Context: an optimization exercise on an open-source flow, tuned for small area, a short achievable clock period and few clock cycles per item. The choices shown serve that exercise and are no tape-out recipe. RTL that was checked went through simulation tests only; none was proved equivalent to the original. For run 2, only the layout was checked, not whether the RTL still works.

==> flow/run.sh <==
#!/bin/bash
# synth_recipe.tcl (not shown) runs the flow's synth.tcl, then flattens the netlist and writes it again
# the make line also repeats each setting of config.mk as NAME=value (left out here)
make -C /OpenROAD-flow-scripts/flow DESIGN_CONFIG=/design/flow/config.mk WORK_HOME=/design/flow/orfs CLKGATE_MAP_FILE= SYNTH_SCRIPT=/design/flow/synth_recipe.tcl finish
==> flow/config.mk <==
export PLATFORM = sky130hd
export DESIGN_NAME = sv_force_lane
export DESIGN_NICKNAME = sv_force_lane
export VERILOG_FILES = /design/flow/design.v
export SDC_FILE = /design/flow/constraint.sdc
export NUM_CORES = 4
export LEC_CHECK = 0
export CAP_MARGIN = 20
export CORE_MARGIN = 2
export CORE_UTILIZATION = 40
export PLACE_DENSITY = 0.6
export SLEW_MARGIN = 20
==> flow/constraint.sdc <==
create_clock -name core_clock -period 30.0 [get_ports {clk}]
set_input_delay 6.0000 -clock core_clock [delete_from_list [all_inputs] [get_ports {clk}]]
set_output_delay 6.0000 -clock core_clock [all_outputs]
set_load 0.01 [all_outputs]
==> flow/design.v <==
module svl_round_sat (
    input  wire [47:0] acc,
    input  wire        ovf,
    input  wire        dir,
    output wire [19:0] q,
    output wire        sat
);
    wire        too_hi = ovf ? !dir : !acc[47] && ((acc[46:39] != 8'd0) || (&acc[38:19]));
    wire        too_lo = ovf ?  dir :  acc[47] && !((acc[46:39] == 8'hFF) || ((acc[46:39] == 8'hFE) && (&acc[38:19])));
    wire [19:0] rnd    = acc[39:20] + {19'd0, acc[19]};
    assign q   = too_hi ? 20'h7FFFF : too_lo ? 20'h80000 : rnd;
    assign sat = too_hi | too_lo;
endmodule
module svl_mac (
    input  wire [40:0] prod,
    input  wire [4:0]  s,
    input  wire        neg,
    input  wire        tfirst,
    input  wire [47:0] base,
    output wire [47:0] sum_out,
    output wire        ovf,
    output wire        dir
);
    wire signed [49:0] pre  = {prod, 9'd0};
    wire signed [49:0] t    = pre >>> s;
    wire        [50:0] tx   = {t[49], t} ^ {51{neg}};
    wire        [50:0] sum  = {{3{base[47]}}, base} + tx + {50'd0, neg};
    wire               t_or = tfirst && (t[49:47] != 3'b000) && (t[49:47] != 3'b111);
    wire               s_or = (sum[50:47] != 4'b0000) && (sum[50:47] != 4'b1111);
    assign ovf     = t_or | s_or;
    assign dir     = t_or ? t[49] : sum[50];
    assign sum_out = sum[47:0];
endmodule
module sv_force_lane (
    input  wire        clk,
    input  wire        rst,           
    input  wire        start,         
    input  wire        first,         
    output reg         ready,
    output reg         done,
    input  wire        vel_valid,
    input  wire [19:0] v_cmd,
    input  wire [19:0] v_act,
    input  wire [19:0] aff,
    input  wire [19:0] inj_f,
    input  wire [19:0] k_m,
    input  wire        obs_en,
    input  wire [3:0]  bq_en,
    input  wire [3:0]  ash,
    input  wire [19:0] flim_pos,
    input  wire [19:0] flim_neg,
    input  wire [19:0] kvp_m,
    input  wire [4:0]  kvp_sh,
    input  wire [19:0] kvi_m,
    input  wire [4:0]  kvi_sh,
    input  wire [19:0] kaw_m,
    input  wire [4:0]  kaw_sh,
    input  wire [19:0] km_m,
    input  wire [4:0]  km_sh,
    input  wire [19:0] kob_m,
    input  wire [4:0]  kob_sh,
    input  wire [19:0] koc_m,
    input  wire [4:0]  koc_sh,
    input  wire [19:0] kaf_m,
    input  wire [4:0]  kaf_sh,
    input  wire [19:0] foff,
    input  wire [79:0] bq_b0,
    input  wire [79:0] bq_b1,
    input  wire [79:0] bq_b2,
    input  wire [79:0] bq_a1,
    input  wire [79:0] bq_a2,
    output reg  [19:0] f_out,
    output reg  [19:0] f_sum,
    output reg  [19:0] u_out,
    output reg  [19:0] y_bq,
    output reg  [19:0] d_hat,
    output reg  [39:0] i_vel,
    output reg  [11:0] flags          
);
    localparam [3:0] P_R1 = 4'd0, P_I1 = 4'd1, P_I2 = 4'd2, P_D1 = 4'd3, P_D2 = 4'd4,
                     P_U1 = 4'd5, P_BQ = 4'd6, P_F1 = 4'd7, P_F2 = 4'd8, P_F3 = 4'd9,
                     P_F4 = 4'd10, P_END = 4'd11;
    localparam [2:0] B_ACC = 3'd0, B_ZERO = 3'd1, B_IVEL = 3'd2, B_FOUT2 = 3'd3,
                     B_DHAT = 3'd4, B_CLAMPI = 3'd5, B_RS = 3'd6;
    localparam [2:0] W_NONE = 3'd0, W_I = 3'd1, W_D = 3'd2, W_CAP = 3'd3,
                     W_CHAIN = 3'd4, W_FS = 3'd5;
    reg        busy, go;
    reg [3:0]  pc;
    reg [1:0]  bk;
    reg [2:0]  bs;
    reg        first_q, obs_q, vv_q, hold_q, foffnz_q, injnz_q;
    reg [19:0] v_cmd_q, v_act_q;
    reg [3:0]  ash_q;
    reg [19:0] up_q, lo_q;            
    reg        capup_q, caplo_q;      
    reg [20:0] w;
    reg [19:0] f_out2, v_act_prev;
    reg        seen_vv;
    reg [3:0]  en1, en2;              
    reg [19:0] s1_1, s1_2, s1_3;
    reg [19:0] s2_0, s2_1, s2_2, s2_3, s2_4;
    reg [19:0] op_a;
    reg [20:0] op_b;
    reg [4:0]  m_sh, a_s;
    reg        m_v, m_neg, m_tf, a_neg, a_tf;
    reg [2:0]  m_base, a_base, m_wb, a_wb, w_wb;
    reg [2:0]  m_lo, a_lo, w_lo;
    reg [40:0] prod;
    reg [47:0] acc;
    reg        sovf, sdir;            
    wire accept = start && !busy && !rst;
    wire [19:0] rs_q;
    wire        rs_sat;
    svl_round_sat u_rs (.acc(acc), .ovf(sovf), .dir(sdir), .q(rs_q), .sat(rs_sat));
    wire        i_hi   = sovf ? !sdir : !acc[47] && (acc[46:39] != 8'd0);
    wire        i_lo   = sovf ?  sdir :  acc[47] && (acc[46:39] != 8'hFF);
    wire [39:0] i_clmp = i_hi ? 40'h7F_FFFF_FFFF : i_lo ? 40'h80_0000_0000 : acc[39:0];
    wire signed [20:0] ev_diff = $signed({v_cmd_q[19], v_cmd_q}) - $signed({v_act_q[19], v_act_q});
    wire               ev_hi   = ev_diff > 21'sd524287;
    wire               ev_lo   = ev_diff < -21'sd524288;
    wire        [19:0] ev_q    = !vv_q ? 20'd0 : ev_hi ? 20'h7FFFF : ev_lo ? 20'h80000 : ev_diff[19:0];
    wire               evsat_q = vv_q && (ev_hi || ev_lo);
    wire               vneg_q  = v_act_q[19];
    wire               vnz_q   = (v_act_q != 20'd0);
    wire signed [20:0] dv_q    = $signed({v_act_q[19], v_act_q}) - $signed({v_act_prev[19], v_act_prev});
    wire signed [35:0] dv_sh   = $signed({{15{dv_q[20]}}, dv_q}) <<< ash_q;
    wire        [19:0] a_est   = (dv_sh > 36'sd524287)  ? 20'h7FFFF :
                                 (dv_sh < -36'sd524288) ? 20'h80000 : dv_sh[19:0];
    wire obs_in  = obs_en && vel_valid && seen_vv && !first;
    wire vnz_in  = (v_act != 20'd0);
    wire [19:0] S1 [0:4];
    wire [19:0] S2 [0:4];
    assign S1[0] = u_out; assign S1[1] = s1_1; assign S1[2] = s1_2; assign S1[3] = s1_3; assign S1[4] = y_bq;
    assign S2[0] = s2_0;  assign S2[1] = s2_1; assign S2[2] = s2_2; assign S2[3] = s2_3; assign S2[4] = s2_4;
    wire [19:0] b0_k = bq_b0[bk*20 +: 20];
    wire [19:0] b1_k = bq_b1[bk*20 +: 20];
    wire [19:0] b2_k = bq_b2[bk*20 +: 20];
    wire [19:0] a1_k = bq_a1[bk*20 +: 20];
    wire [19:0] a2_k = bq_a2[bk*20 +: 20];
    wire [19:0] x1_k = en1[bk] ? S1[bk]        : 20'd0;
    wire [19:0] x2_k = en2[bk] ? S2[bk]        : 20'd0;
    wire [19:0] y1_k = en1[bk] ? S1[bk + 3'd1] : 20'd0;
    wire [19:0] y2_k = en2[bk] ? S2[bk + 3'd1] : 20'd0;
    function [2:0] nxt_bq(input [2:0] k, input [3:0] en);
        begin
            if      (k <= 3'd0 && en[0]) nxt_bq = 3'd0;
            else if (k <= 3'd1 && en[1]) nxt_bq = 3'd1;
            else if (k <= 3'd2 && en[2]) nxt_bq = 3'd2;
            else if (k <= 3'd3 && en[3]) nxt_bq = 3'd3;
            else                         nxt_bq = 3'd4;
        end
    endfunction
    reg        f_v, f_neg, f_tf;
    reg [19:0] f_a;
    reg [20:0] f_b;
    reg [4:0]  f_sh;
    reg [2:0]  f_base, f_wb, f_lo;
    reg [3:0]  pc_n;
    reg [1:0]  bk_n;
    reg [2:0]  bs_n;
    reg [2:0]  nb;
    wire [3:0] after_f1 = foffnz_q ? P_F2 : obs_q ? P_F3 : injnz_q ? P_F4 : P_END;
    wire [3:0] after_f2 = obs_q ? P_F3 : injnz_q ? P_F4 : P_END;
    wire [3:0] after_f3 = injnz_q ? P_F4 : P_END;
    always @* begin
        f_v = 1'b0; f_neg = 1'b0; f_tf = 1'b0;
        f_a = 20'd0; f_b = 21'd0; f_sh = 5'd1;
        f_base = B_ACC; f_wb = W_NONE; f_lo = 3'd0;
        pc_n = pc; bk_n = bk; bs_n = bs; nb = 3'd4;
        if (!busy) begin
            f_v = vnz_in; f_a = k_m; f_b = {1'b0, v_act[19] ? flim_neg : flim_pos};
            f_sh = 5'd0; f_base = B_ZERO; f_wb = W_CAP;
            pc_n = obs_in ? P_R1 : vel_valid ? P_I1 : P_U1;
        end else begin
            case (pc)
                P_R1: begin   
                    f_v = 1'b1; f_a = km_m; f_b = {a_est[19], a_est}; f_sh = km_sh;
                    f_neg = 1'b1; f_base = B_FOUT2; pc_n = P_I1;
                end
                P_I1: begin   
                    f_v = 1'b1; f_a = kvi_m; f_b = {ev_q[19], ev_q}; f_sh = kvi_sh;
                    f_base = B_IVEL; pc_n = P_I2;
                end
                P_I2: begin   
                    f_v = 1'b1; f_a = kaw_m; f_b = w; f_sh = kaw_sh;
                    f_wb = W_I; pc_n = obs_q ? P_D1 : P_U1;
                end
                P_D1: begin   
                    f_v = 1'b1; f_a = kob_m; f_b = {rs_q[19], rs_q}; f_sh = kob_sh;
                    f_base = B_DHAT; pc_n = P_D2;
                end
                P_D2: begin   
                    f_v = 1'b1; f_a = kob_m; f_b = {d_hat[19], d_hat}; f_sh = kob_sh;
                    f_neg = 1'b1; f_wb = W_D; pc_n = P_U1;
                end
                P_U1: begin   
                    f_v = 1'b1; f_a = kvp_m; f_b = {ev_q[19], ev_q}; f_sh = kvp_sh;
                    f_tf = 1'b1; f_base = (vv_q && !obs_q) ? B_CLAMPI : B_IVEL;
                    f_wb = W_CHAIN; f_lo = 3'd0;
                    nb = nxt_bq(3'd0, bq_en);
                    if (nb[2]) pc_n = P_F1;
                    else begin pc_n = P_BQ; bk_n = nb[1:0]; bs_n = 3'd0; end
                end
                P_BQ: begin   
                    f_v = 1'b1; f_sh = 5'd1; bs_n = bs + 3'd1;
                    case (bs)
                        3'd0: begin f_a = b1_k; f_b = {x1_k[19], x1_k}; f_base = B_ZERO; end
                        3'd1: begin f_a = b2_k; f_b = {x2_k[19], x2_k}; end
                        3'd2: begin f_a = b0_k; f_b = {rs_q[19], rs_q}; end
                        3'd3: begin f_a = a1_k; f_b = {y1_k[19], y1_k}; f_neg = 1'b1; end
                        default: begin
                            f_a = a2_k; f_b = {y2_k[19], y2_k}; f_neg = 1'b1;
                            f_wb = W_CHAIN; f_lo = {1'b0, bk} + 3'd1;
                            nb = nxt_bq({1'b0, bk} + 3'd1, bq_en);
                            if (nb[2]) pc_n = P_F1;
                            else begin bk_n = nb[1:0]; bs_n = 3'd0; end
                        end
                    endcase
                end
                P_F1: begin   
                    f_v = 1'b1; f_a = kaf_m; f_b = {aff[19], aff}; f_sh = kaf_sh;
                    f_base = B_RS; pc_n = after_f1;
                    if (after_f1 == P_END) f_wb = W_FS;
                end
                P_F2: begin   
                    f_v = 1'b1; f_a = 20'h40000; f_b = {foff[19], foff}; f_sh = 5'd1;
                    pc_n = after_f2;
                    if (after_f2 == P_END) f_wb = W_FS;
                end
                P_F3: begin   
                    f_v = 1'b1; f_a = koc_m; f_b = {d_hat[19], d_hat}; f_sh = koc_sh;
                    f_neg = 1'b1; pc_n = after_f3;
                    if (after_f3 == P_END) f_wb = W_FS;
                end
                P_F4: begin   
                    f_v = 1'b1; f_a = 20'h40000; f_b = {inj_f[19], inj_f}; f_sh = 5'd1;
                    f_wb = W_FS; pc_n = P_END;
                end
                default: ;
            endcase
        end
    end
    reg [47:0] a_base_v;
    always @* begin
        case (a_base)
            B_ZERO:   a_base_v = 48'd0;
            B_IVEL:   a_base_v = {{8{i_vel[39]}}, i_vel};
            B_FOUT2:  a_base_v = {{8{f_out2[19]}}, f_out2, 20'd0};
            B_DHAT:   a_base_v = {{8{d_hat[19]}}, d_hat, 20'd0};
            B_CLAMPI: a_base_v = {{8{i_clmp[39]}}, i_clmp};
            B_RS:     a_base_v = {{8{rs_q[19]}}, rs_q, 20'd0};
            default:  a_base_v = acc;
        endcase
    end
    wire [47:0] mac_sum;
    wire        mac_ovf, mac_dir;
    svl_mac u_mac (
        .prod(prod), .s(a_s), .neg(a_neg), .tfirst(a_tf), .base(a_base_v),
        .sum_out(mac_sum), .ovf(mac_ovf), .dir(mac_dir)
    );
    wire a_clr  = (a_base != B_ACC);
    wire signed [21:0] fs       = $signed({{2{rs_q[19]}}, rs_q});
    wire signed [21:0] d_hi     = $signed({2'b00, up_q}) - fs;       
    wire signed [21:0] d_lo     = -$signed({2'b00, lo_q}) - fs;      
    wire               clamp_hi = d_hi[21];
    wire               clamp_lo = !clamp_hi && !d_lo[21] && (d_lo != 22'd0);
    wire        [20:0] w_new    = clamp_hi ? d_hi[20:0] : clamp_lo ? d_lo[20:0] : 21'd0;
    wire        [19:0] f_lim    = clamp_hi ? up_q : clamp_lo ? (20'd0 - lo_q) : rs_q;
    wire [2:0] upd_hi = nxt_bq(w_lo, bq_en);
    always @(posedge clk) begin
        if (!busy) begin
            first_q  <= first;
            obs_q    <= obs_in;
            vv_q     <= vel_valid;
            hold_q   <= !(vel_valid && seen_vv && !first);
            foffnz_q <= (foff != 20'd0);
            injnz_q  <= (inj_f != 20'd0);
            v_cmd_q  <= v_cmd;
            v_act_q  <= v_act;
            ash_q    <= ash;
            up_q     <= flim_pos;
            lo_q     <= flim_neg;
            capup_q  <= 1'b0;
            caplo_q  <= 1'b0;
        end
        op_a   <= f_a;
        op_b   <= f_b;
        m_sh   <= f_sh;
        m_neg  <= f_neg;
        m_tf   <= f_tf;
        m_base <= f_base;
        m_wb   <= f_wb;
        m_lo   <= f_lo;
        prod   <= $signed(op_a) * $signed(op_b);
        a_s    <= 5'd8 - m_sh;
        a_neg  <= m_neg;
        a_tf   <= m_tf;
        a_base <= m_base;
        a_wb   <= m_v ? m_wb : W_NONE;
        a_lo   <= m_lo;
        acc <= mac_sum;
        if (a_clr || !sovf) begin
            sovf <= mac_ovf;
            sdir <= mac_dir;
        end
        w_wb <= a_wb;
        w_lo <= a_lo;
        case (w_wb)
            W_I: begin
                i_vel    <= i_clmp;
                flags[6] <= flags[6] | sovf;
            end
            W_D: begin
                d_hat    <= rs_q;
                flags[1] <= sovf;
            end
            W_CAP:    
                if (!vneg_q) begin
                    if (rs_q < up_q) begin up_q <= rs_q; capup_q <= 1'b1; end
                end else begin
                    if (rs_q < lo_q) begin lo_q <= rs_q; caplo_q <= 1'b1; end
                end
            W_CHAIN: begin
                flags[11] <= flags[11] | rs_sat | (w_lo == 3'd0 && evsat_q);
                if (w_lo == 3'd0) flags[6] <= flags[6] | sovf;
                else              flags[w_lo + 3'd1] <= sovf;
                if (w_lo <= 3'd0 && upd_hi >= 3'd0) begin s2_0 <= u_out; u_out <= rs_q; end
                if (w_lo <= 3'd1 && upd_hi >= 3'd1) begin s2_1 <= s1_1;  s1_1  <= rs_q; end
                if (w_lo <= 3'd2 && upd_hi >= 3'd2) begin s2_2 <= s1_2;  s1_2  <= rs_q; end
                if (w_lo <= 3'd3 && upd_hi >= 3'd3) begin s2_3 <= s1_3;  s1_3  <= rs_q; end
                if (w_lo <= 3'd4 && upd_hi >= 3'd4) begin s2_4 <= y_bq;  y_bq  <= rs_q; end
            end
            W_FS: begin
                f_sum      <= rs_q;
                f_out2     <= f_out;
                f_out      <= f_lim;
                w          <= w_new;
                flags[0]   <= sovf;
                flags[10]  <= (i_vel == 40'h7F_FFFF_FFFF) || (i_vel == 40'h80_0000_0000);
                flags[9]   <= clamp_hi || clamp_lo;
                flags[8]   <= (clamp_hi && capup_q) || (clamp_lo && caplo_q);
                flags[7]   <= hold_q;
                v_act_prev <= v_act_q;
                seen_vv    <= seen_vv | vv_q;
                en2        <= en1 & bq_en;
                en1        <= bq_en;
            end
            default: ;
        endcase
        if (go) begin
            flags <= 12'd0;
            if (first_q) begin
                i_vel      <= 40'd0;
                w          <= 21'd0;
                d_hat      <= 20'd0;
                f_out      <= 20'd0;
                f_out2     <= 20'd0;
                v_act_prev <= 20'd0;
                seen_vv    <= 1'b0;
                en1        <= 4'd0;
                en2        <= 4'd0;
            end
        end
        go   <= accept;
        done <= (w_wb == W_FS);
        if (accept) begin
            busy  <= 1'b1;
            ready <= 1'b0;
        end else if (w_wb == W_FS) begin
            busy  <= 1'b0;
            ready <= 1'b1;
        end
        if (!busy || f_v) begin
            pc <= pc_n; bk <= bk_n; bs <= bs_n;
        end
        m_v <= busy ? f_v : (accept && vnz_in);
        if (rst) begin
            busy       <= 1'b0;
            ready      <= 1'b1;
            go         <= 1'b0;
            done       <= 1'b0;
            m_v        <= 1'b0;
            a_wb       <= W_NONE;
            w_wb       <= W_NONE;
            i_vel      <= 40'd0;
            w          <= 21'd0;
            d_hat      <= 20'd0;
            f_out      <= 20'd0;
            f_out2     <= 20'd0;
            v_act_prev <= 20'd0;
            seen_vv    <= 1'b0;
            en1        <= 4'd0;
            en2        <= 4'd0;
        end
    end
endmodule
==> out/qor.csv, run 1 <==
stage;metric;value;unit
route;Vias;56700;
sta;unrepaired setup endpoints after global routing;false;
finish;final core occ;49.7;%
clock_tree;quantity of gates resized following cts;0;
synthesis;#FFs+latches synth;658;
sta;final setup vio count;0;
synthesis;Post-Syn Nets;8097;
grt;largest net degree at the start of global routing;90;
critical_path;CP Launch Type;register;
place;IO buf count;902;
synthesis;synth warn;1;
place;placed inst area;70100;um^2
clock_tree;Worst-path clk slew;0.06;ns
route;# DRC;0;
floorplan;core area;147000;um^2
sta;endpoints failing hold;0;
sta;setup TNS;0;ns
floorplan;Core Rows;141;
floorplan;Die ar.;151000;um^2
clock_tree;clock buffer depth;3;
floorplan;Initial Utilization;40.2;%
finish;layout cell share with drive strength beyond 1;5.83;%
critical_path;crit-path max FO;21;
critical_path;Worst path most repeated cell;fa_1;
critical_path;CP Capture Type;register;
route;wirelength, routed;282000;um
critical_path;Data arrival, critical path;8.68;ns
synthesis;largest cells by area after synthesis;fa_1 (15%), edfxtp_1 (14%), dfxtp_1 (13%);
synthesis;Netlist cell types;96;
clock_tree;CTS tree;done;
min_path;worst hold path type;register to register;
critical_path;cell at the slowest stage of the critical path;dfxtp_1;
clock_tree;Root Driver;clkbuf_16;
route;DRT Pass-1 Iters;9;
clock_tree;hold-fix buffers at CTS;0;
clock_tree;htree depth;3;
sta;Slew HR;21.8;%
synthesis;synthesized area per cell;8.96;um^2
grt;GRT Total Usage;36.4;%
synthesis;Primary FF master, synth;dfxtp_1;
finish;final net count;8781;
sta;period utilisation layout;27.1;%
route;DR iter-0 viols;6329;
synthesis;Post-synth EDFFs;281;
finish;cell area after layout;73100;um^2
sta;Worst Slack Setup Final;21.87;ns
sta;Slew @ Worst Pin;1.17;ns
critical_path;CP peak stage delay;0.93;ns
job;max cap viols;0;
clock_tree;CTS Buf Count;79;
critical_path;Crit path buffers/inverters;6;
critical_path;Critical Path RT;30.55;ns
clock_tree;Post-CTS Setup Inserts;0;
floorplan;Die Y;388;um
route;drt wl/cell;30.3;um
sta;Fmax;123;MHz
sta;clk_skew;0.0867;ns
grt;first-pass GRT wire length;396000;um
synthesis;top cell type's share of synthesized area;15.0;%
critical_path;Setup Crit Path Kind;register to register;
sta;crit path time final;8.13;ns
finish;area grow syn2layout;23.7;%
grt;grt total ovfl;0;
place;Routability Congestion;1.01;
synthesis;Yosys top cell by area;fa_1;
route;post-route ant nets;0;
synthesis;Post-Syn Area;59100;um^2
grt;initial antenna violation count;64;
status;status;complete, no violations;
place;dpl ws;21.40;ns
route;Via density;6.08;
floorplan;# IOs;903;
synthesis;sequential area share after synthesis;27.1;%
synthesis;Syn Inst Count;6593;
clock_tree;Skew-Pair Late Insertion Delay;0.75;ns
synthesis;Post-synth ARST share;0;%
floorplan;overall die width;388;um
clock_tree;CTS sink cnt;658;
sta;Final Max Slew Viols;0;
grt;vias in the first global route;55300;
place;post-detail-place hpwl;222000;um
critical_path;Top Family by Delay on Critical Path;adder cells;
path summary, 6_finish.rpt:
path	startpoint	to	slack, ns	depth (start not counted)
hold reg to reg	m_lo[1]	a_lo[1]	0.32	0
setup / recovery	op_a[3]	prod[39]	21.87	28
hold / removal	m_lo[1]	a_lo[1]	0.32	0
setup reg to reg	op_a[3]	prod[39]	21.87	28
Yosys cell counts, types with 26 or more instances:
master	n
o221ai_1	27
mux2_2	27
mux4_2	55
and3_1	26
o21a_1	42
nor2_1	352
o21bai_1	32
a21oi_1	398
o21ai_0	368
a221oi_1	97
and2_1	253
nor4_1	46
nand2b_1	48
o22ai_1	28
xnor2_1	153
o211ai_1	59
inv_1	676
nand4_1	48
nor2b_1	40
a221o_1	66
nand3_1	100
fa_1	443
o22a_1	38
a21o_1	89
dfxtp_1	377
nand2_1	639
a31oi_1	54
xor2_1	90
edfxtp_1	281
ha_1	312
buf_1	46
clkbuf_1	378
a211oi_1	59
nor3_1	65
a22oi_1	298
a222oi_1	41
mux2i_1	154
cells by family after synthesis:
logic type               synth area share, %
AO/OA/AOI/OAI                           21.8
multiplexers                            5.22
XOR/XNOR                                3.60
buffers and inverters                   7.21
adder cells (fa/ha/maj)                 21.6
AND/OR/NAND/NOR                         13.5
flip-flops                              27.1
through the flow:
stage                     hold WS, ns  instances
after floorplan                 0.310       6593
after global placement          0.311       9122
after detailed placement        0.312       9123
after CTS                       0.327       9270
after global routing            0.327       9308
final                           0.325       9314
state kept, by name (all words and copies together) (netlist names), 21 cells and up:
signal and flops:
i_vel 40, op_b 21, prod 41, w 21
acc 48
metal layers:
| metal | vias to the layer above | global-route usage (%) | part of all wire (%) |
|---|---|---|---|
| li1 | 24900 | - | - |
| met1 | 27900 | 43.4 | 37 |
| met2 | 3206 | 56.6 | 45 |
| met3 | 662 | 9.91 | 10 |
| met4 | 32 | 26.0 | 8.1 |
| met5 | - | 0 | 0.076 |
cells in the final DEF (no fill, tap or decap), types with 100 or more instances in the layout:
cell type	instances
ha_1	309
xnor2_1	153
nand2_1	638
and2_1	253
buf_4	139
nand3_1	100
dfxtp_1	372
clkdlybuf4s50_1	901
mux2i_1	154
nor2_1	342
edfxtp_1	281
a22oi_1	298
o21ai_0	355
a21oi_1	396
fa_1	443
inv_1	674
worst register-to-register path: cells and delay by family, from the launching register on:
| kind | cells | cell delay (ns) |
|---|---|---|
| compound gates | 9 | 2.21 |
| simple gates | 4 | 0.66 |
| flops | 1 | 0.93 |
| xor+xnor | 1 | 0.18 |
| fa+ha+maj | 8 | 3.73 |
| buf+inv | 6 | 0.30 |
area by class of cell:
class | count | area, um^2
fill | 13900 | 74000
inverter | 683 | 2570
clock inverter | 46 | 759
antenna | 41 | 103
tap | 1930 | 2410
multi-input combinational | 4814 | 39100
timing repair buffer | 1041 | 10100
sequential | 658 | 16000
clock buffer | 101 | 2120
Testbench counts, summed over its fixed seeds: cycles 180,127, items 8,000.
==> run 2, diff against run 1 <==
--- a/flow/design.v
+++ b/flow/design.v
@@ -33,2 +33,41 @@
 endmodule
+module svl_mul (
+    input  wire [19:0] a,
+    input  wire [20:0] b,
+    output wire [40:0] p
+);
+    wire [22:0] bx = {b[20], b, 1'b0};           
+    wire [20:0] a1 = {a[19], a};
+    wire [20:0] a2 = {a, 1'b0};
+    reg  [20:0] row [0:10];
+    reg  [40:0] negv;
+    reg  [40:0] sum;
+    integer i;
+    always @* begin
+        negv = 41'd0;
+        sum  = 41'd0;
+        for (i = 0; i < 11; i = i + 1) begin : g
+            row[i] = (bx[2*i+1] ^ bx[2*i]) ? a1 :
+                     (( bx[2*i+2] & ~bx[2*i+1] & ~bx[2*i]) |
+                      (~bx[2*i+2] &  bx[2*i+1] &  bx[2*i])) ? a2 : 21'd0;
+            row[i] = row[i] ^ {21{bx[2*i+2]}};
+            negv[2*i] = bx[2*i+2];
+        end
+    end
+    localparam [40:0] K = -(41'h00000100000 + 41'h00000400000 + 41'h00001000000 + 41'h00004000000 +
+                            41'h00010000000 + 41'h00040000000 + 41'h00100000000 + 41'h00400000000 +
+                            41'h01000000000 + 41'h04000000000 + 41'h10000000000);
+    wire [40:0] r0  = {20'd0, ~row[0][20],  row[0][19:0]};
+    wire [40:0] r1  = {18'd0, ~row[1][20],  row[1][19:0],  2'd0};
+    wire [40:0] r2  = {16'd0, ~row[2][20],  row[2][19:0],  4'd0};
+    wire [40:0] r3  = {14'd0, ~row[3][20],  row[3][19:0],  6'd0};
+    wire [40:0] r4  = {12'd0, ~row[4][20],  row[4][19:0],  8'd0};
+    wire [40:0] r5  = {10'd0, ~row[5][20],  row[5][19:0], 10'd0};
+    wire [40:0] r6  = { 8'd0, ~row[6][20],  row[6][19:0], 12'd0};
+    wire [40:0] r7  = { 6'd0, ~row[7][20],  row[7][19:0], 14'd0};
+    wire [40:0] r8  = { 4'd0, ~row[8][20],  row[8][19:0], 16'd0};
+    wire [40:0] r9  = { 2'd0, ~row[9][20],  row[9][19:0], 18'd0};
+    wire [40:0] r10 = {       ~row[10][20], row[10][19:0], 20'd0};
+    assign p = r0 + r1 + r2 + r3 + r4 + r5 + r6 + r7 + r8 + r9 + r10 + negv + K;
+endmodule
 module sv_force_lane (
@@ -254,2 +293,4 @@
     end
+    wire [40:0] mul_p;
+    svl_mul u_mul (.a(op_a), .b(op_b), .p(mul_p));
     wire [47:0] mac_sum;
@@ -293,3 +334,3 @@
         m_lo   <= f_lo;
-        prod   <= $signed(op_a) * $signed(op_b);
+        prod   <= mul_p;
         a_s    <= 5'd8 - m_sh;
==> flow/flow/run.sh (new file) <==
#!/bin/bash
# The standard layout flow (standard.sh: standard synthesis, floorplan, placement, CTS,
# routing), with one change: the buffers that the flow puts on every input and output port are
# the smallest plain buffer cell rather than the cell buffer_ports picks by default.
# make's full output goes to standard_flow.log; each tool's own log is under orfs/logs/.
set -euo pipefail
export BUFFER_PORTS_ARGS="-buffer_cell sky130_fd_sc_hd__buf_1"
bash standard.sh > standard_flow.log 2>&1
==> flow/standard.sh (new file) <==
#!/bin/bash
# synth_recipe.tcl (not shown) runs the flow's synth.tcl, then flattens the netlist and writes it again
# the make line also repeats each setting of config.mk as NAME=value (left out here)
make -C /OpenROAD-flow-scripts/flow DESIGN_CONFIG=/design/flow/config.mk WORK_HOME=/design/flow/orfs CLKGATE_MAP_FILE= SYNTH_SCRIPT=/design/flow/synth_recipe.tcl "${@:-finish}"
removed: flow/run.sh
==> out/qor.csv, run 2 <==
stage;metric;value;unit;change
status;status;complete, no violations;;unchanged
synthesis;synth cell count leaders;nand2_1 (676), a21oi_1 (593), clkbuf_1 (483);;was inv_1 (676), nand2_1 (639), fa_1 (443)
clock_tree;hold-fix buffers at CTS;0;;unchanged
sta;endpoints failing hold;0;;unchanged
route;post-route ant nets;0;;unchanged
grt;most crowded layer after global routing;met2;;unchanged
finish;cell area after layout;66200;um^2;was 73100 um^2
finish;Top Registers;acc (48), prod (41), i_vel (40);;unchanged
route;drt wl/cell;31.4;um;was 30.3 um
clock_tree;clock buffer depth;3;;unchanged
floorplan;Die ar.;149000;um^2;was 151000 um^2
sta;Fmax;122;MHz;was 123 MHz
min_path;HP Start;m_tf;;was m_lo[1]
synthesis;Post-synth ARST share;0;%;unchanged
finish;max reg flops;48;;unchanged
synthesis;Netlist cell types;100;;was 96
floorplan;# IOs;903;;unchanged
finish;area grow syn2layout;13.8;%;was 23.7%
route;wirelength, routed;300000;um;was 282000 um
synthesis;#FFs+latches synth;658;;unchanged
min_path;worst hold path type;register to register;;unchanged
synthesis;Post-synth EDFFs;281;;unchanged
floorplan;Core Rows;139;;was 141
critical_path;Data arrival, critical path;8.80;ns;was 8.68 ns
finish;layout cell share with drive strength beyond 1;6.19;%;was 5.83%
critical_path;CP Capture Type;register;;unchanged
place;IO buf count;902;;unchanged
grt;M1 GR Usage;48.1;%;was 43.4%
clock_tree;Post-CTS Setup Inserts;0;;unchanged
sta;clk_skew;0.0576;ns;was 0.0867 ns
grt;initial antenna violation count;85;;was 64
place;Routability Congestion;1.04;;was 1.01
clock_tree;CTS Buf Count;81;;was 79
grt;Global Route met3 Usage;12.5;%;was 9.91%
clock_tree;quantity of gates resized following cts;0;;unchanged
route;DR iter-0 viols;8584;;was 6329
sta;Slew @ Worst Pin;1.26;ns;was 1.17 ns
sta;period utilisation layout;27.2;%;was 27.1%
clock_tree;htree depth;3;;unchanged
finish;Largest Register;acc;;unchanged
floorplan;Initial Utilization;40.4;%;was 40.2%
critical_path;r2r startpoint;op_b[12];;was op_a[3]
critical_path;cell at the slowest stage of the critical path;nor2_1;;was dfxtp_1
grt;first-pass GRT wire length;412000;um;was 396000 um
synthesis;Primary FF master, synth;dfxtp_1;;unchanged
grt;grt total ovfl;0;;unchanged
sta;final setup vio count;0;;unchanged
clock_tree;CTS sink cnt;658;;unchanged
grt;largest net degree at the start of global routing;84;;was 90
critical_path;Setup Crit Path Kind;register to register;;unchanged
synthesis;Post-Syn Nets;8225;;was 8097
floorplan;core area;144000;um^2;was 147000 um^2
critical_path;CP peak stage delay;0.62;ns;was 0.93 ns
synthesis;Yosys top cell by area;edfxtp_1;;was fa_1
sta;unrepaired setup endpoints after global routing;false;;unchanged
synthesis;largest cells by area after synthesis;edfxtp_1 (15%), dfxtp_1 (13%), ha_1 (7.1%);;was fa_1 (15%), edfxtp_1 (14%), dfxtp_1 (13%)
critical_path;crit-path max FO;35;;was 21
critical_path;Critical Path RT;30.63;ns;was 30.55 ns
place;post-detail-place hpwl;232000;um;was 222000 um
job;max cap viols;0;;unchanged
sta;Slew HR;14.8;%;was 21.8%
synthesis;synth warn;3;;was 1
floorplan;overall die width;385;um;was 388 um
grt;met2 GRT Util;57.0;%;was 56.6%
synthesis;Post-Syn Area;58200;um^2;was 59100 um^2
route;Via density;6.49;;was 6.08
synthesis;top cell type's share of synthesized area;14.5;%;was 15.0%
sta;crit path time final;8.17;ns;was 8.13 ns
synthesis;synthesized area per cell;8.33;um^2;was 8.96 um^2
grt;vias in the first global route;55300;;about the same
synthesis;sequential area share after synthesis;27.5;%;was 27.1%
clock_tree;Skew-Pair Late Insertion Delay;0.73;ns;was 0.75 ns
route;DRT Pass-1 Iters;10;;was 9
sta;setup TNS;0;ns;unchanged
clock_tree;CTS tree;done;;unchanged
finish;commonest cells after routing, fill and taps aside;buf_1 (901), nand2_1 (676), a21oi_1 (591);;was clkdlybuf4s50_1 (901), inv_1 (674), nand2_1 (638)
floorplan;Die Y;385;um;was 388 um
synthesis;top-count cell post-synth;nand2_1;;was inv_1
finish;commonest non-fill, non-tap cell in the layout;buf_1;;was clkdlybuf4s50_1
clock_tree;Worst-path clk slew;0.07;ns;was 0.06 ns
clock_tree;Root Driver;clkbuf_16;;unchanged
sta;Final Max Slew Viols;0;;unchanged
route;Vias;62100;;was 56.7k
synthesis;Syn Inst Count;6984;;was 6593
grt;GRT Total Usage;38.5;%;was 36.4%
critical_path;Crit. Startpoint;op_b[12];;was op_a[3]
finish;final net count;8776;;was 8781
place;placed inst area;63200;um^2;was 70100 um^2
critical_path;CP Launch Type;register;;unchanged
route;# DRC;0;;unchanged
[run 2: changes by cell type after synthesis, moves of 68 or more]
cell,delta
clkbuf_1,+105
o21ai_0,+68
nor2_1,+89
and2_1,-223
fa_1,-283
maj3_1,+97
a21oi_1,+195
o22ai_1,+113
nor2b_1,+87
inv_1,-280
[run 2: cell families (layout without fill, tap and decap cells)]
kind of cell,Yosys count,count (layout),share of synthesized area (%)
buffers and inverters,1008,1627,6.54
muxes,239,239,5.10
DFF,658,658,27.5
AOI/OAI and AO/OA,2488,2488,29.0
and+or+nand+nor,1757,1757,13.9
xor gates and xnor gates,245,245,3.69
adders and majority gates,589,589,14.3
other,0,56,0
[run 2: worst paths after layout]
| check | slack, ns | end | depth (start not counted) |
|---|---|---|---|
| setup / recovery | 21.83 | prod[40] | 30 |
| hold / removal | 0.33 | a_tf | 0 |
| setup reg to reg | 21.83 | prod[40] | 30 |
| hold reg to reg | 0.33 | a_tf | 0 |
[run 2: cell type report]
class | instances | area, um^2
Fill cell | 14400 | 77800
Tap cell | 1903 | 2380
Inverter | 406 | 1530
Multi-Input combinational cell | 5318 | 38600
Clock buffer | 98 | 2150
Antenna cell | 56 | 140
Clock inverter | 53 | 679
Timing Repair Buffer | 1070 | 4650
Sequential cell | 658 | 16000
[run 2: critical path, delay by kind of cell (launching register included)]
kind            cells  cell delay [ns]
fa+ha+maj           6             2.64
compound gates     12             2.40
buf+inv             7             1.47
simple gates        4             1.05
flops               1             0.32
xor+xnor            1             0.13
[run 2: stage by stage]
stage / worst slack, ns / hold WS [ns] / instances / util, %
after global routing: 21.37 / 0.334 / 9539 / 45.9
after floorplan: 17.01 / 0.310 / 6984 / -
final: 21.83 / 0.326 / 9562 / 46.0
after detailed placement: 21.44 / 0.312 / 9355 / 43.9
after global placement: 21.56 / 0.310 / 9355 / 43.9
after CTS: 21.90 / 0.323 / 9506 / 45.9
[run 2: routing by layer]
metal,vias up,wire length [um]
met5,-,255
met4,38,21900
met3,828,36600
met2,4109,128000
met1,29900,113000
li1,27200,-
==> run 3, diff against run 2 <==
--- a/flow/design.v
+++ b/flow/design.v
@@ -311,12 +311,12 @@
     always @(posedge clk) begin
+        first_q  <= first;
+        obs_q    <= obs_in;
+        vv_q     <= vel_valid;
+        hold_q   <= !(vel_valid && seen_vv && !first);
+        foffnz_q <= (foff != 20'd0);
+        injnz_q  <= (inj_f != 20'd0);
+        v_cmd_q  <= v_cmd;
+        v_act_q  <= v_act;
+        ash_q    <= ash;
         if (!busy) begin
-            first_q  <= first;
-            obs_q    <= obs_in;
-            vv_q     <= vel_valid;
-            hold_q   <= !(vel_valid && seen_vv && !first);
-            foffnz_q <= (foff != 20'd0);
-            injnz_q  <= (inj_f != 20'd0);
-            v_cmd_q  <= v_cmd;
-            v_act_q  <= v_act;
-            ash_q    <= ash;
             up_q     <= flim_pos;
==> flow/flow/run.sh (replaced) <==
#!/bin/bash
# The standard layout flow (standard.sh: standard synthesis, floorplan, placement, CTS,
# routing) with two changes in how the layout is made:
#  - the buffers the flow puts on every input and output port are the smallest plain buffer
#    cell rather than the cell buffer_ports picks by default;
#  - ORFS's repair_timing aims for 22.6 ns of setup slack at the design's 30 ns clock (the
#    constraints are unchanged), so it sizes the logic for a ~7.4 ns cycle.
# make's full output goes to standard_flow.log; each tool's own log is under orfs/logs/.
set -euo pipefail
export BUFFER_PORTS_ARGS="-buffer_cell sky130_fd_sc_hd__buf_1"
export SETUP_SLACK_MARGIN=22.6
bash standard.sh > standard_flow.log 2>&1
--- a/flow/config.mk
+++ b/flow/config.mk
@@ -10,2 +10,4 @@
 export CORE_UTILIZATION = 40
+export CTS_CLUSTER_DIAMETER = 120
+export CTS_CLUSTER_SIZE = 20
 export PLACE_DENSITY = 0.6
==> out/qor.csv, run 3 <==
stage;metric;value;unit;change
finish;max reg flops;48;;unchanged
synthesis;top-count cell post-synth;nand2_1;;unchanged
job;max cap viols;0;;unchanged
synthesis;synth cell count leaders;nand2_1 (722), a21oi_1 (683), nor2_1 (561);;was nand2_1 (676), a21oi_1 (593), clkbuf_1 (483)
route;wirelength, routed;278000;um;was 300000 um
clock_tree;Skew-Pair Late Insertion Delay;0.70;ns;was 0.73 ns
synthesis;synthesized area per cell;8.11;um^2;was 8.33 um^2
floorplan;core area;142000;um^2;was 144000 um^2
grt;initial antenna violation count;47;;was 85
sta;setup TNS;0;ns;unchanged
finish;commonest cells after routing, fill and taps aside;buf_1 (870), nand2_1 (715), a21oi_1 (672);;was buf_1 (901), nand2_1 (676), a21oi_1 (591)
place;Routability Congestion;1.04;;about the same
synthesis;sequential area share after synthesis;27.0;%;was 27.5%
sta;Slew @ Worst Pin;1.17;ns;was 1.26 ns
critical_path;CP cell instances;buf_6 > a222oi_1 > o211ai_1 > a221oi_2 > o21ai_1 > nor2_2 > a21boi_2 > o22ai_1;;
synthesis;top cell type's share of synthesized area;14.9;%;was 14.5%
finish;final core occ;45.3;%;was 46.0%
finish;filler cell count;14400;;about the same
floorplan;# IOs;903;;unchanged
critical_path;cell at the slowest stage of the critical path;a222oi_1;;was nor2_1
sta;crit path time final;7.52;ns;was 8.17 ns
floorplan;Initial Utilization;40.4;%;about the same
critical_path;Data arrival, critical path;8.09;ns;was 8.80 ns
sta;Fmax;133;MHz;was 122 MHz
critical_path;Critical Path RT;30.57;ns;was 30.63 ns
clock_tree;CTS tree;done;;unchanged
finish;layout cell share with drive strength beyond 1;6.93;%;was 6.19%
clock_tree;Root Driver;clkbuf_16;;unchanged
grt;grt total ovfl;0;;unchanged
grt;largest net degree at the start of global routing;84;;unchanged
sta;Final Max Slew Viols;0;;unchanged
critical_path;CP peak stage delay;0.92;ns;was 0.62 ns
route;DRT Pass-1 Iters;9;;was 10
synthesis;largest cells by area after synthesis;dfxtp_1 (15%), edfxtp_1 (12%), ha_1 (7.2%);;was edfxtp_1 (15%), dfxtp_1 (13%), ha_1 (7.1%)
grt;vias in the first global route;54500;;was 55.3k
synthesis;Primary FF master, synth;dfxtp_1;;unchanged
sta;Slew HR;21.6;%;was 14.8%
clock_tree;CTS sink cnt;658;;unchanged
grt;GRT Total Usage;35.9;%;was 38.5%
sta;clk_skew;0.0601;ns;was 0.0576 ns
clock_tree;clock buffer depth;3;;unchanged
synthesis;synth warn;3;;unchanged
floorplan;Core Rows;138;;was 139
route;post-route ant nets;0;;unchanged
critical_path;Setup Crit Path Kind;primary input to register;;was register to register
critical_path;Top Family by Delay on Critical Path;compound AO/OA/AOI/OAI gates;;was adder cells
critical_path;crit-path max FO;2;;was 35
floorplan;overall die width;383;um;was 385 um
clock_tree;htree depth;2;;was 3
sta;period utilisation layout;25.1;%;was 27.2%
synthesis;Netlist cell types;98;;was 100
route;DR iter-0 viols;7313;;was 8584
status;status;complete, no violations;;unchanged
clock_tree;CTS Buf Count;43;;was 81
floorplan;Die ar.;146000;um^2;was 149000 um^2
critical_path;CP Capture Type;register;;unchanged
sta;final setup vio count;0;;unchanged
sta;unrepaired setup endpoints after global routing;true;;was false
synthesis;Post-Syn Area;57400;um^2;was 58200 um^2
finish;Top Registers;acc (48), prod (41), i_vel (40);;unchanged
synthesis;Post-synth ARST share;0;%;unchanged
place;post-detail-place hpwl;215000;um;was 232000 um
finish;commonest non-fill, non-tap cell in the layout;buf_1;;unchanged
synthesis;Post-Syn Nets;8316;;was 8225
critical_path;Crit path buffers/inverters;1;;was 7
route;Via density;6.35;;was 6.49
grt;first-pass GRT wire length;391000;um;was 412000 um
clock_tree;Worst-path clk slew;0.10;ns;was 0.07 ns
finish;Largest Register;acc;;unchanged
synthesis;#FFs+latches synth;658;;unchanged
route;drt wl/cell;29.2;um;was 31.4 um
critical_path;CP Launch Type;primary input;;was register
synthesis;Syn Inst Count;7075;;was 6984
synthesis;Post-synth EDFFs;231;;was 281
route;# DRC;0;;unchanged
sta;endpoints failing hold;0;;unchanged
synthesis;Yosys top cell by area;dfxtp_1;;was edfxtp_1
sta;final hold slack;0.321;ns;was 0.326 ns
floorplan;Die Y;383;um;was 385 um
min_path;worst hold path type;register to register;;unchanged
finish;final net count;8824;;was 8776
route;Vias;60600;;was 62.1k
clock_tree;hold-fix buffers at CTS;0;;unchanged
finish;area grow syn2layout;12.1;%;was 13.8%
place;IO buf count;902;;unchanged
## run 3: cell types whose count changed in the layout (fill, tap and decap cells not counted), moves of 39 or more
cell	change
nor2_1	+111
nand2_1	+39
o21ai_0	+59
nor2b_1	-42
nand3_1	-55
xnor2_1	-43
edfxtp_1	-50
clkbuf_16	-39
a21oi_1	+81
xor2_1	+63
maj3_1	-56
## run 3: routing by layer
metal,vias to the layer above,global-route usage [%],wire (um),part of all wire [%]
met3,520,7.46,27700,9.9
met5,-,0,115,0.041
li1,27100,-,-,-
met1,29400,50.6,118000,43
met4,20,15.8,14300,5.1
met2,3535,52.8,118000,42
## run 3: area by class of cell
cell class | instances | area (um^2) | share of cell area [%]
clock inverter | 13 | 221 | 0.344
tap | 1890 | 2360 | 3.68
timing repair buffer | 1068 | 4800 | 7.45
multi-input combinational | 5415 | 38700 | 60.1
sequential | 658 | 15600 | 24.2
antenna | 31 | 77.6 | 0.121
inverter | 397 | 1490 | 2.32
clock buffer | 58 | 1130 | 1.76
## run 3: worst paths after layout
| kind | startpoint | end | slack [ns] | cells after the start |
|---|---|---|---|---|
| setup / recovery | inj_f[19] | op_b[19] | 22.48 | 8 |
| hold / removal | a_lo[2] | w_lo[2] | 0.32 | 0 |
| setup reg to reg | op_b[13] | prod[39] | 22.78 | 24 |
| hold reg to reg | a_lo[2] | w_lo[2] | 0.32 | 0 |
## run 3: logic make-up after synthesis
kind of cell    share of synthesized area, %
buf+inv                                 6.60
simple gates                            14.4
mux                                     5.46
fa+ha+maj                               13.5
flops                                   27.0
xor+xnor                                4.06
compound gates                          29.0
## run 3: what timing repair did
| item | CTS | global route |
|---|---|---|
| setup endpoints to repair | 96 | 82 |
| buffers inserted | 7 | 6 |
| cloned | 1 | 0 |
| resized for setup | 117 | 59 |
| pin swaps | 4 | 7 |
## run 3: metrics by stage
step	area (um^2)	setup slack [ns]	cells
final	64300	22.48	9530
after global placement	62300	21.49	9414
after CTS	64000	22.53	9493
after floorplan	57400	21.61	7075
after global routing	64300	22.43	9514
after detailed placement	62300	21.46	9414
Testbench counts of run 3, summed over its fixed seeds: cycles 180,127, items 8,000.
==> run 4, diff against run 3 <==
--- a/flow/config.mk
+++ b/flow/config.mk
@@ -7,2 +7,3 @@
 export LEC_CHECK = 0
+export ABC_AREA = 1
 export CAP_MARGIN = 20
==> out/qor.csv, run 4 <==
stage;metric;value;unit;change
status;status;complete, no violations;;unchanged
synthesis;largest cells by area after synthesis;dfxtp_1 (15%), edfxtp_1 (12%), nand2_1 (11%);;was dfxtp_1 (15%), edfxtp_1 (12%), ha_1 (7.2%)
sta;endpoints failing hold;0;;unchanged
sta;unrepaired setup endpoints after global routing;false;;was true
critical_path;r2r startpoint;op_b[1];;was op_b[13]
synthesis;synth cell count leaders;nand2_1 (1669), inv_1 (871), o21ai_0 (683);;was nand2_1 (722), a21oi_1 (683), nor2_1 (561)
grt;grt total ovfl;0;;unchanged
min_path;worst hold path type;register to register;;unchanged
route;# DRC;0;;unchanged
route;Met3 Wirelength;31000;um;was 27700 um
critical_path;R2R depth;30;;was 24
min_path;Hold Path End;a_base[2];;was w_lo[2]
finish;max reg flops;48;;unchanged
clock_tree;Root Driver;clkbuf_16;;unchanged
finish;Largest Register;acc;;unchanged
finish;layout cell share with drive strength beyond 1;4.29;%;was 6.93%
sta;clk_skew;0.0587;ns;was 0.0601 ns
route;Vias;61800;;was 60.6k
grt;initial antenna violation count;41;;was 47
place;Routability Congestion;1.07;;was 1.04
clock_tree;CTS sink cnt;658;;unchanged
min_path;HP Start;m_base[2];;was a_lo[2]
finish;final net count;9701;;was 8824
sta;final hold slack;0.331;ns;was 0.321 ns
clock_tree;Worst-path clk slew;0.09;ns;was 0.10 ns
job;max cap viols;0;;unchanged
floorplan;Die ar.;142000;um^2;was 146000 um^2
synthesis;top-count cell post-synth;nand2_1;;unchanged
clock_tree;clock buffer depth;3;;unchanged
critical_path;CP cell instances;buf_1;;was buf_6 > a222oi_1 > o211ai_1 > a221oi_2 > o21ai_1 > nor2_2 > a21boi_2 > o22ai_1
synthesis;top cell type's share of synthesized area;15.4;%;was 14.9%
synthesis;synth warn;3;;unchanged
clock_tree;CTS tree;done;;unchanged
floorplan;# IOs;903;;unchanged
route;metal2 WL;125000;um;was 118000 um
clock_tree;htree depth;2;;unchanged
synthesis;Post-synth ARST share;0;%;unchanged
critical_path;CP Launch Type;register;;was primary input
sta;Slew HR;21.7;%;was 21.6%
grt;GRT Total Usage;39.9;%;was 35.9%
critical_path;CP Capture Type;output port;;was register
critical_path;Data arrival, critical path;1.45;ns;was 8.09 ns
synthesis;Primary FF master, synth;dfxtp_1;;unchanged
place;post-detail-place hpwl;232000;um;was 215000 um
sta;setup TNS;0;ns;unchanged
clock_tree;Skew-Pair Late Insertion Delay;0.70;ns;about the same
synthesis;Post-synth EDFFs;231;;unchanged
finish;filler cell count;14400;;about the same
critical_path;Setup Crit Path Kind;register to output port;;was primary input to register
sta;Fmax;134;MHz;was 133 MHz
synthesis;sequential area share after synthesis;27.8;%;was 27.0%
critical_path;Top Family by Delay on Critical Path;flip-flops;;was compound AO/OA/AOI/OAI gates
finish;Non-Filler Instances;10300;;was 9530
route;wirelength, routed;295000;um;was 278000 um
critical_path;crit-path max FO;3;;was 2
floorplan;core area;138000;um^2;was 142000 um^2
route;drt wl/cell;28.6;um;was 29.2 um
route;Max Used Layer;met5;;unchanged
route;Via density;6.00;;was 6.35
route;DRT Pass-1 Iters;7;;was 9
sta;final setup vio count;0;;unchanged
synthesis;synthesized area per cell;7.16;um^2;was 8.11 um^2
critical_path;Critical Path RT;24.00;ns;was 30.57 ns
synthesis;Post-Syn Nets;9010;;was 8316
critical_path;CP Depth;1;;was 8
finish;area grow syn2layout;12.4;%;was 12.1%
synthesis;#FFs+latches synth;658;;unchanged
grt;first-pass GRT wire length;412000;um;was 391000 um
synthesis;Syn Inst Count;7769;;was 7075
critical_path;R2R Setup Slk;22.95;ns;was 22.78 ns
synthesis;Netlist cell types;70;;was 98
finish;Top Registers;acc (48), prod (41), i_vel (40);;unchanged
finish;commonest non-fill, non-tap cell in the layout;nand2_1;;was buf_1
route;DR iter-0 viols;7847;;was 7313
route;M1 wire length;116000;um;was 118000 um
critical_path;cell at the slowest stage of the critical path;edfxtp_1;;was a222oi_1
min_path;WHS Path Cells;0;;unchanged
grt;vias in the first global route;57600;;was 54.5k
place;dpl cells;10200;;was 9414
finish;final core occ;45.4;%;was 45.3%
critical_path;CP peak stage delay;0.51;ns;was 0.92 ns
sta;Slew @ Worst Pin;1.17;ns;about the same
critical_path;Crit path buffers/inverters;1;;unchanged
place;IO buf count;902;;unchanged
floorplan;overall die width;377;um;was 383 um
synthesis;Post-Syn Area;55600;um^2;was 57400 um^2
sta;Final Max Slew Viols;0;;unchanged
sta;crit path time final;7.45;ns;was 7.52 ns
grt;largest net degree at the start of global routing;80;;was 84
floorplan;Die Y;377;um;was 383 um
finish;commonest cells after routing, fill and taps aside;nand2_1 (1668), buf_1 (876), inv_1 (867);;was buf_1 (870), nand2_1 (715), a21oi_1 (672)
sta;period utilisation layout;24.8;%;was 25.1%
critical_path;Worst R2R End;prod[34];;was prod[39]
floorplan;Initial Utilization;40.4;%;about the same
route;post-route ant nets;0;;unchanged
floorplan;Core Rows;136;;was 138
synthesis;Yosys top cell by area;dfxtp_1;;unchanged
clock_tree;CTS Buf Count;41;;was 43
## run 4: per-layer routing
layer	track usage, %	vias to the layer above
met5	0	-
met1	51.1	29400
met2	60.2	3734
li1	-	27800
met3	9.62	775
met4	25.5	30
## run 4: kinds of logic after synthesis
group | after synthesis | share of synthesized area (%)
XOR/XNOR | 401 | 6.31
AND/OR/NAND/NOR | 2791 | 20.9
buffers and inverters | 1328 | 9.07
adder cells (fa/ha/maj) | 492 | 13.2
flip-flops | 658 | 27.8
AO/OA/AOI/OAI | 2076 | 22.2
multiplexers | 23 | 0.414
## run 4: metrics by stage
| stage | setup slack (ns) | instance area, um^2 |
|---|---|---|
| after floorplan | 22.55 | 55700 |
| after global placement | 21.81 | 60900 |
| after detailed placement | 21.89 | 60900 |
| after CTS | 22.60 | 62400 |
| after global routing | 22.58 | 62500 |
| final | 22.55 | 62500 |
## run 4: final cells by class
class                      instances  area (um^2)  share of cell area [%]
tap                             1794         2240                    3.59
timing repair buffer            1065         4660                    7.44
clock inverter                    11          146                   0.234
inverter                         911         3450                    5.51
clock buffer                      58         1110                    1.77
multi-input combinational       5783        35400                    56.5
sequential                       658        15500                    24.8
antenna                           22         55.1                  0.0880
## run 4: worst max path at each step
stage | startpoint | end | slack, ns
final | y_bq[2] | y_bq[2] | 22.55
after global routing | op_b[1] | prod[34] | 22.58
after CTS | op_b[1] | prod[34] | 22.60
after detailed placement | bq_a1[0] | op_a[0] | 21.89
after global placement | bq_b0[33] | op_a[13] | 21.81
after floorplan | bq_en[0] | s1_3[0] | 22.55
## run 4: what timing repair did
| action | CTS | global route |
|---|---|---|
| gates cloned | 0 | 0 |
| hold buffers | 0 | 0 |
| setup buffers | 21 | 5 |
| gates resized for setup | 43 | 36 |
| pin swaps | 0 | 1 |
| setup endpoints to repair | 65 | 109 |
| endpoints found under the hold margin | 0 | 0 |

-- port drivers added, routing unchanged --
The results above use ideal ports. As a check the final layouts listed here were re-extracted and re-timed, cells and wires unchanged.
Step 1 (the two cells are an assumption about what drives the block):
set clk [get_ports {clk}]
set_driving_cell -lib_cell sky130_fd_sc_hd__clkbuf_16 $clk
set_driving_cell -lib_cell sky130_fd_sc_hd__buf_2 [delete_from_list [all_inputs] $clk]
Step 2 times the ports against the registers' clock, not the clock port: input delays grow and output delays shrink by t, the midpoint of the rising clock arrivals with the driver on.
Slacks: ideal ports / drivers / drivers and shift; pairs: ideal ports / drivers.
| run | t, ns | slack for setup (ns) | slew at the worst register clock pin (ns) |
|---|---|---|---|
| run 1 | 0.794 | 21.870 / 21.817 / 21.270 | 0.06 / 0.06 |
| run 2 | 0.799 | 21.835 / 21.835 / 21.333 | 0.07 / 0.07 |
| run 3 | 0.740 | 22.479 / 22.518 / 21.778 | 0.10 / 0.10 |
| run 4 | 0.756 | 22.553 / 22.471 / 21.840 | 0.10 / 0.10 |
After both steps every run listed still meets setup and hold. The setup slack of run 4, which loses most, moves by -0.082 ns with the drivers and by -0.713 ns with both steps.
